Source: an optimization exercise on an open RTL-to-GDS flow (aim: a short achievable clock period and few clock cycles per item). Production flows keep margins and buffers that such runs may drop.
At most, simulation tests tie the RTL to the original design; equivalence was not proved.
Power and IR drop assume default switching activity.

// cell_screen
module cell_screen (
    input  wire               clk,
    input  wire               rst,
    input  wire               tone_we,
    input  wire [7:0]         tone_addr,
    input  wire [11:0]        tone_data,
    input  wire [11:0]        lev1,
    input  wire [11:0]        lev2,
    input  wire [11:0]        lev3,
    input  wire               in_valid,
    output wire               in_ready,
    input  wire [7:0]         in_pix,
    input  wire signed [15:0] in_err,
    input  wire               in_miss,
    input  wire               in_last,
    input  wire signed [15:0] in_inl,
    input  wire signed [15:0] in_inr,
    output wire               out_valid,
    input  wire               out_ready,
    output wire [1:0]         out_level,
    output wire signed [15:0] out_err,
    output wire               out_last,
    output wire signed [15:0] out_el,
    output wire signed [15:0] out_er
);
    localparam integer CAP = 15;     
    function [21:0] add22;
        input [21:0] a;
        input [21:0] b;
        input        ci;
        reg   [21:0] p0, g, p, gn, pn;
        integer      i, l, s;
        begin
            p0   = a ^ b;
            g    = a & b;
            p    = p0;
            g[0] = g[0] | (p0[0] & ci);
            for (l = 0; l < 5; l = l + 1) begin
                s  = 1 << l;
                gn = g;
                pn = p;
                for (i = 0; i < 22; i = i + 1) begin
                    if (i >= s) begin
                        gn[i] = g[i] | (p[i] & g[i - s]);
                        pn[i] = p[i] & p[i - s];
                    end
                end
                g = gn;
                p = pn;
            end
            add22 = p0 ^ {g[20:0], ci};
        end
    endfunction
    function [21:0] add22x3;
        input [21:0] a;
        input [21:0] b;
        input [21:0] c;
        input        ci;
        reg   [21:0] s, k;
        begin
            s = a ^ b ^ c;
            k = (a & b) | (a & c) | (b & c);
            add22x3 = add22(s, {k[20:0], 1'b0}, ci);
        end
    endfunction
    function [21:0] add22x4;
        input [21:0] a;
        input [21:0] b;
        input [21:0] c;
        input [21:0] d;
        input        ci;
        reg   [21:0] s, k;
        begin
            s = a ^ b ^ c;
            k = (a & b) | (a & c) | (b & c);
  ...
For scale: about 13000 cells after synthesis, about 5300 flip-flops, ~170 I/O pins.
clock: 20.0 ns
lec_check: 0
abc_clock_period_in_ps: 3000
cap_margin: 20
core_margin: 2
core_utilization: 70
cts_cluster_diameter: 50
cts_cluster_size: 24
slew_margin: 20
standard.sh (not shown) runs the stock make flow with config.mk's settings and CLKGATE_MAP_FILE= SYNTH_SCRIPT=/design/flow/synth_recipe.tcl, a recipe that flattens the netlist after the stock synthesis.
==> flow/flow/run.sh <==
#!/bin/bash
# Standard layout, with repair_timing aiming for slack well above 0 so that
# the resizer works on the paths that set the achieved period.
set -euo pipefail
bash standard.sh SETUP_SLACK_MARGIN=15.5 finish > orfs_make.log 2>&1
The starting point ran to the end with no violations.
Testbench counts at the start, summed over its fixed seeds: cycles 190,376, items 190,272.
Next try:
==> flow/flow/run.sh (replaced) <==
#!/bin/bash
# Standard layout, with repair_timing aiming for slack well above 0 so that
# the resizer works on the paths that set the achieved period.
set -euo pipefail
bash standard.sh SETUP_SLACK_MARGIN=15.3 finish > orfs_make.log 2>&1
Settings changed: CORE_UTILIZATION 70 to 60, CTS_CLUSTER_DIAMETER 50 to 60.
Power decreases by 4.8%.
Wire length increases by 0.78%.
Final cell count increases by 2.3%.
Count of clock-buffer cells in the layout decreases by 71.
Sequential power stays flat.
Next try:
Settings changed: CTS_CLUSTER_DIAMETER 60 to 50, CTS_CLUSTER_SIZE 24 to 32.
After rerunning:
- hold slack hardly moves
- total power came out higher by 6.3%
- clock power came out higher by 24%
- setup slack got worse by 0.060 ns
- cell area came out higher by 2.0%


## rev 12
Another version of the RTL of cell_screen (not shown whole).
For scale: ~12000 cells after synthesis, roughly 5300 flip-flops.
clock: 20.0 ns
lec_check: 0
abc_clock_period_in_ps: 3000
cap_margin: 20
core_margin: 2
core_utilization: 40
slew_margin: 20
run.sh (not shown) runs the stock make flow with config.mk's settings and CLKGATE_MAP_FILE= SYNTH_SCRIPT=/design/flow/synth_recipe.tcl, a recipe that flattens the netlist after the stock synthesis.
Stock flow here: none of the scripts above is used.
Rev 12: no failed stages, no open violations at the end
The inputs of rev 13 differ from those of rev 12 as listed below.
==> flow/flow/run.sh (new file) <==
#!/bin/bash
# Standard layout, with repair_timing aiming for slack well above 0 so that
# the resizer works on the paths that set the achieved period.
set -euo pipefail
bash standard.sh SETUP_SLACK_MARGIN=15 finish > orfs_make.log 2>&1
==> flow/standard.sh (new file) <==
#!/bin/bash
# synth_recipe.tcl (not shown) runs the flow's synth.tcl, then flattens the netlist and writes it again
# the make line also repeats each setting of config.mk as NAME=value (left out here)
make -C /OpenROAD-flow-scripts/flow DESIGN_CONFIG=/design/flow/config.mk WORK_HOME=/design/flow/orfs CLKGATE_MAP_FILE= SYNTH_SCRIPT=/design/flow/synth_recipe.tcl "${@:-finish}"
removed: flow/run.sh
## What came out
Sum of buffers and inverters on the critical path in rev 13 is 3 below rev 12. Comparing filler-free cell count of the finished design for rev 12 and rev 13, the bigger number came from rev 13. Between rev 12 and rev 13, the difference in detailed-placement wirelength estimate is negligible. Start-to-end type of the worst setup path = reg2reg: rev 12; start-to-end type of the worst setup path = reg2out: rev 13. Summary of rev 13 over rev 12: number of antenna diodes lower, final wirelength higher. [compare] base=rev 12 new=rev 13: final-layout clock-cell area share was more or less identical; clock latency on the worst-skew pair went up by 0.04 ns; sequential share of layout area went down by 0.46 points.
Function was not checked in any run of this note: the RTL went through the layout flow alone.


cell_screen with an RTL version that a note above also has.
Size in the first run: roughly 13000 cells after synthesis, about 5300 flip-flops.
clock: 20.0 ns
lec_check: 0
abc_clock_period_in_ps: 3000
cap_margin: 20
core_margin: 2
core_utilization: 60
cts_cluster_diameter: 60
cts_cluster_size: 28
slew_margin: 20
standard.sh (not shown) runs the stock make flow with config.mk's settings and CLKGATE_MAP_FILE= SYNTH_SCRIPT=/design/flow/synth_recipe.tcl, a recipe that flattens the netlist after the stock synthesis.
==> flow/flow/run.sh <==
#!/bin/bash
# Standard layout, with repair_timing aiming for slack well above 0 so that
# the resizer works on the paths that set the achieved period.
set -euo pipefail
bash standard.sh SETUP_SLACK_MARGIN=15.3 finish > orfs_make.log 2>&1
The baseline completed with no timing, DRC or antenna violations.
Testbench counts at the start, summed over its fixed seeds: cycles 190,376, items 190,272.
Then changed:
- CTS_CLUSTER_SIZE: 28 -> 24
- PLACE_DENSITY: unset -> 0.75
Via count rose by 1.4%. Power fell by 1.7%. Register-to-register slack gains 0.13 ns. Routed wire length fell by 4.4%. Clock-buffer cell count fell by 5.

afterwards: timing with drivers on the ports:
The results above use ideal ports. As a check the final layouts listed here were re-extracted and re-timed, cells and wires unchanged.
Step 1 (the two cells are an assumption about what drives the block):
set clk [get_ports {clk}]
set_driving_cell -lib_cell sky130_fd_sc_hd__clkbuf_16 $clk
set_driving_cell -lib_cell sky130_fd_sc_hd__buf_2 [delete_from_list [all_inputs] $clk]
Step 2 moves the port delays by t, midway between the first and last clock arrival at a register: inputs arrive t later, outputs are due t later. That takes back most of the time a late clock gives input paths.
a / b / c = no drivers / after step 1 / after step 2; a / b = the first two.
| run | t, ns | setup WS [ns] | hold WS [ns] | latest minus earliest clock arrival (ns) |
|---|---|---|---|---|
| the first run of note 1 | 1.110 | 14.483 / 14.363 / 14.541 | 0.300 / 0.300 / 0.300 | 0.084 / 0.084 |
| the second run of note 1 | 1.086 | 14.540 / 14.431 / 14.212 | 0.309 / 0.309 / 0.309 | 0.072 / 0.072 |
| the third run of note 1 | 1.147 | 14.480 / 14.369 / 14.291 | 0.308 / 0.308 / 0.308 | 0.080 / 0.080 |
| rev 12 | 1.145 | 13.632 / 13.632 / 13.632 | 0.291 / 0.291 / 0.291 | 0.105 / 0.105 |
| rev 13 | 1.159 | 14.267 / 14.147 / 14.030 | 0.251 / 0.251 / 0.251 | 0.147 / 0.147 |
| the first run of note 3 | 1.081 | 14.555 / 14.446 / 14.208 | 0.290 / 0.290 / 0.290 | 0.083 / 0.082 |
| the second run of note 3 | 1.091 | 14.516 / 14.399 / 14.259 | 0.291 / 0.291 / 0.291 | 0.109 / 0.109 |
After both steps every run listed still meets setup and hold. The setup slack of the first run of note 3, which loses most, moves by -0.109 ns with the drivers and by -0.347 ns with both steps.
